Background: an optimization exercise with open tools, aiming at small area, a short achievable clock period and few clock cycles per item. Do not read the settings as production practice.
The RTL was checked by simulation tests, not by an equivalence proof against the original design.
No activity file was given, so power comes from the tool's default toggle rates.

==> flow/design.v <==
module fpdivsqrt (
    input  wire        clk,
    input  wire        rst,      
    input  wire        start,    
    input  wire        op,       
    input  wire [31:0] a,
    input  wire [31:0] b,
    output wire        ready,
    output reg         done,
    output reg  [31:0] result,
    output reg  [4:0]  flags
);
    localparam integer FR = 24;          
    localparam integer W  = FR + 3;      
    localparam [31:0] QNAN = 32'h7FC0_0000;
    wire        sa = a[31];
    wire        sb = b[31];
    wire [7:0]  ea = a[30:23];
    wire [7:0]  eb = b[30:23];
    wire [22:0] fa = a[22:0];
    wire [22:0] fb = b[22:0];
    wire a_zero = (ea == 8'd0);
    wire b_zero = (eb == 8'd0);
    wire a_max  = (ea == 8'hFF);
    wire b_max  = (eb == 8'hFF);
    wire a_fz   = (fa == 23'd0);
    wire b_fz   = (fb == 23'd0);
    wire a_inf  = a_max & a_fz;
    wire b_inf  = b_max & b_fz;
    wire a_nan  = a_max & ~a_fz;
    wire b_nan  = b_max & ~b_fz;
    wire a_snan = a_nan & ~fa[22];
    wire b_snan = b_nan & ~fb[22];
    reg  sp, sp_nan, sp_inf, sp_nv, sp_dz;
    always @(*) begin
        sp = 1'b1; sp_nan = 1'b0; sp_inf = 1'b0; sp_nv = 1'b0; sp_dz = 1'b0;
        if (!op) begin
            if (a_nan | b_nan) begin
                sp_nan = 1'b1; sp_nv = a_snan | b_snan;
            end else if (a_inf & b_inf) begin
                sp_nan = 1'b1; sp_nv = 1'b1;
            end else if (a_inf) begin
                sp_inf = 1'b1;
            end else if (b_inf) begin
            end else if (b_zero & a_zero) begin
                sp_nan = 1'b1; sp_nv = 1'b1;
            end else if (b_zero) begin
                sp_inf = 1'b1; sp_dz = 1'b1;
            end else if (a_zero) begin
            end else begin
                sp = 1'b0;
            end
        end else begin
            if (a_nan) begin
                sp_nan = 1'b1; sp_nv = a_snan;
            end else if (a_zero) begin
            end else if (sa) begin
                sp_nan = 1'b1; sp_nv = 1'b1;
            end else if (a_inf) begin
                sp_inf = 1'b1;
            end else begin
                sp = 1'b0;
            end
        end
    end
    wire [9:0]  div_exp = {2'b00, ea} + {2'b11, ~eb} + 10'd127;   
    wire [8:0]  sq_sum  = {1'b0, ea} + 9'd125;
    wire [9:0]  sq_exp  = {2'b00, sq_sum[8:1]};                   
    wire [24:0] sq_m1  = ea[0] ? {2'b00, fa} : {fa[22], ~fa[22], fa[21:0], 1'b0};
    wire [W-1:0] w_init = op ? {sq_m1, 2'b00} : {3'b001, fa, 1'b0};
    reg          busy;       
    reg          fin;        
    reg  [12:0]  md;         
    reg  [11:0]  ms;         
    reg          sign_q;
    reg  [9:0]   exp_q;      
    reg  [W-1:0] w;          
    reg  [W-1:0] pn;         
    reg  [25:0]  s;          
    reg          spq, spq_nan, spq_inf, spq_nv, spq_dz;
    assign ready = ~busy;
    wire   last  = md[12] | ms[11];
    reg [W-1:0] b1, b2;      
    reg [25:0]  k1, k2;      
    integer i;
    always @(*) begin
        b1 = {W{1'b0}};
        b2 = {W{1'b0}};
        k1 = 26'd0;
        k2 = 26'd0;
        for (i = 0; i < 12; i = i + 1) begin
            b1[FR-1-2*i] = ms[i];
            b2[FR-2-2*i] = ms[i];
            k1[24-2*i] = ms[i];
            k2[23-2*i] = ms[i];
        end
        for (i = 0; i < 13; i = i + 1) begin
            k1[25-2*i] = k1[25-2*i] | md[i];
            k2[24-2*i] = k2[24-2*i] | md[i];
        end
    end
    wire [W-1:0] f1n  = pn & ~b1;
    wire [W-1:0] f2bn = pn & ~b2;
    wire [W-1:0] f2an = pn & ~(b1 << 1) & ~b2;
    wire [W+2:0] a2n  = {2'b11, pn, 1'b1} & ~{2'b00, b1, 1'b0};
    wire [W+2:0] cx = {2'b00, w, 1'b1};
    wire [W+2:0] cy = a2n;
    wire [W+2:0] cz = {3'b111, f2an};
    wire [W+2:0] cs = cx ^ cy ^ cz;
    wire [W+2:0] cc = (cx & cy) | (cx & cz) | (cy & cz);
    wire [W:0]   t1;
    wire [W+1:0] t2b;
    wire [W+2:0] t2a;
    pfx_add #(W+1) u_t1  (.a({1'b0, w}), .b({1'b1, f1n}), .ci(1'b1), .s(t1));
    pfx_add #(W+2) u_t2b (.a({1'b0, w, 1'b0}), .b({2'b11, f2bn}), .ci(1'b1), .s(t2b));
    pfx_add #(W+3) u_t2a (.a(cs), .b({cc[W+1:0], 1'b1}), .ci(1'b0), .s(t2a));
    wire d1 = ~t1[W];
    wire d2 = d1 ? ~t2a[W+2] : ~t2b[W+1];
    wire [W-1:0] wa = d1 ? {t2a[W-2:0], 1'b0} : {t2b[W-2:0], 1'b0};
    wire [W-1:0] wb = !busy ? w_init : d1 ? {t1[W-3:0], 2'b00} : {w[W-3:0], 2'b00};
    wire [W-1:0] wn = (busy & d2) ? wa : wb;
    wire        sq    = (ms != 12'd0);        
    wire [25:0] s_b   = busy ? s : (op ? {1'b1, 25'd0} : 26'd0);
    wire [25:0] kb1   = busy ? k1 : 26'd0;
    wire [25:0] kb2   = busy ? k2 : 26'd0;
    wire [25:0] sn    = s_b | ({26{d1}} & kb1) | ({26{d2}} & kb2);
    wire [W-1:0] pn_b = !busy ? (op ? ~{2'b01, 25'd0} : ~{3'b001, fb, 1'b0})
                      : sq ? ~{1'b0, s} : pn;
    wire [W-1:0] pnn  = pn_b & ~{1'b0, {26{d1 & sq}} & kb1}
                             & ~{1'b0, {26{d2 & sq}} & kb2};
    wire        hi      = s[25];
    wire [22:0] frac    = hi ? s[24:2] : s[23:1];
    wire        rbit    = hi ? s[1] : s[0];
    wire        sticky  = (hi & s[0]) | (w != {W{1'b0}});
    wire        rinc    = rbit & (sticky | frac[0]);
    wire        inexact = rbit | sticky;
    wire [30:0] xin = {exp_q[7:0], frac};
    reg  [30:0] pa, pb;      
    integer d, n;
    always @(*) begin
        pa = {xin[29:0], 1'b1};
        for (d = 1; d < 31; d = d * 2) begin
            pb = pa;
            for (n = d; n < 31; n = n + 1)
                if ((n / d) % 2 == 1)
                    pb[n] = pa[n] & pa[(n / d) * d - 1];
            pa = pb;
        end
    end
    wire [30:0] inc = xin ^ (pa & {31{rinc}});
    wire uf      = exp_q[9] | (exp_q == 10'd0);
    wire of_big  = ~exp_q[9] & (exp_q[8] | (exp_q[7:0] == 8'hFF));
    wire of_rnd  = (exp_q == 10'd254) & rinc & (&frac);
    reg [31:0] rnd_res;
    reg [4:0]  rnd_flg;
    always @(*) begin
        if (spq) begin
            rnd_res = spq_nan ? QNAN : {sign_q, spq_inf ? 8'hFF : 8'h00, 23'd0};
            rnd_flg = {3'b000, spq_dz, spq_nv};
        end else if (uf) begin
            rnd_res = {sign_q, 31'd0};
            rnd_flg = 5'b11000;
        end else if (of_big) begin
            rnd_res = {sign_q, 8'hFF, 23'd0};
            rnd_flg = 5'b10100;
        end else begin
            rnd_res = {sign_q, inc};
            rnd_flg = {inexact, 1'b0, of_rnd, 2'b00};
        end
    end
    always @(posedge clk) begin
        if (rst) begin
            busy <= 1'b0;
            fin  <= 1'b0;
            done <= 1'b0;
        end else begin
            done <= fin;
            if (!busy) begin
                busy <= start & ~sp;
                fin  <= start & sp;
            end else begin
                busy <= ~last;
                fin  <= last;
            end
        end
        result <= rnd_res;
        w      <= wn;
        s      <= sn;
        pn     <= pnn;
        flags  <= rnd_flg;
        if (!busy) begin
            md      <= {12'd0, ~op};
            ms      <= {11'd0, op};
            sign_q  <= op ? sa : (sa ^ sb);
            exp_q   <= op ? {1'b0, sq_exp} : div_exp;
            spq     <= sp;
            spq_nan <= sp_nan;
            spq_inf <= sp_inf;
            spq_nv  <= sp_nv;
            spq_dz  <= sp_dz;
        end else begin
            md <= md << 1;
            ms <= ms << 1;
            if (md[1] | ms[1]) exp_q <= exp_q + {9'd0, s[25]};
        end
    end
endmodule
module pfx_add #(
    parameter integer N = 8
) (
    input  wire [N-1:0] a,
    input  wire [N-1:0] b,
    input  wire         ci,
    output wire [N-1:0] s
);
    reg [N-1:0] g, p, gn, pn;
    integer d, i;
    always @(*) begin
        g = a & b;
        p = a ^ b;
        for (d = 1; d < N; d = d * 2) begin
            gn = g;
            pn = p;
            for (i = d; i < N; i = i + 1) begin
                if ((i / d) % 2 == 1) begin
                    gn[i] = g[i] | (p[i] & g[(i / d) * d - 1]);
                    pn[i] = p[i] & p[(i / d) * d - 1];
                end
            end
            g = gn;
            p = pn;
        end
    end
    wire [N-1:0] c = {g[N-2:0] | (p[N-2:0] & {(N-1){ci}}), ci};
    assign s = a ^ b ^ c;
endmodule
clock: 5.0 ns
lec_check: 0
abc_area: 1
cap_margin: 20
core_margin: 2
core_utilization: 40
setup_slack_margin: 2.1
slew_margin: 20
standard.sh (not shown) runs the stock make flow with config.mk's settings and CLKGATE_MAP_FILE= SYNTH_SCRIPT=/design/flow/synth_recipe.tcl, a recipe that flattens the netlist after the stock synthesis.
==> flow/flow/run.sh <==
#!/bin/bash
# The standard layout (the standard.sh) with these changes:
#  - port buffers are the smallest buffer, sky130_fd_sc_hd__buf_1, which the
#    resizer may still upsize where timing or slew needs it;
#  - clock tree synthesis builds the tree from small clock buffers and
#    inserts no dummy loads.
# make's full output goes to run_make.log in this folder; ORFS's own per-step
# logs are under orfs/logs/.
set -euo pipefail
bash standard.sh \
  "BUFFER_PORTS_ARGS=-buffer_cell sky130_fd_sc_hd__buf_1" \
  "CTS_ARGS=-sink_clustering_enable -repair_clock_nets -dont_use_dummy_load -buf_list {sky130_fd_sc_hd__clkbuf_2 sky130_fd_sc_hd__clkbuf_4 sky130_fd_sc_hd__clkbuf_8}" \
  finish > run_make.log 2>&1
The baseline finished with timing, DRC and antenna clean.
Testbench counts at the start, summed over its fixed seeds: cycles 162,076, ops 12,000.
Next try:
--- a/flow/config.mk
+++ b/flow/config.mk
@@ -11,3 +11,3 @@
 export CORE_UTILIZATION = 40
-export SETUP_SLACK_MARGIN = 2.1
+export SETUP_SLACK_MARGIN = 1.7
 export SLEW_MARGIN = 20
Effect:
- routed wire length fell by a little under a tenth
- hold slack hardly moves
- die area is unchanged
- core utilization fell by 4.4 points
- power fell by about a fifth

-- re-timing with driven ports --
In the flow no input, the clock included, has a driving cell. The finished layouts below were timed again as built, in two steps. Step 1 assumes that a clkbuf_16 drives the clock port and a buf_2 every other input. Step 2, shift: input delay + t, output delay - t, t = (earliest + latest rising clock arrival at the registers) / 2. This alone moves slack from input paths to output paths. Three values: no drivers, after step 1, after step 2; two values: the first two.
| run | t (ns) | setup WS [ns] | cell pins on the clock port's net |
|---|---|---|---|
| the first run | 0.504 | 1.864 / 1.864 / 1.504 | 1 |
| the second run | 0.514 | 1.825 / 1.825 / 1.428 | 1 |
After both steps every run listed still meets setup and hold. The setup slack of the second run, which loses most, moves by 0.000 ns with the drivers and by -0.397 ns with both steps.
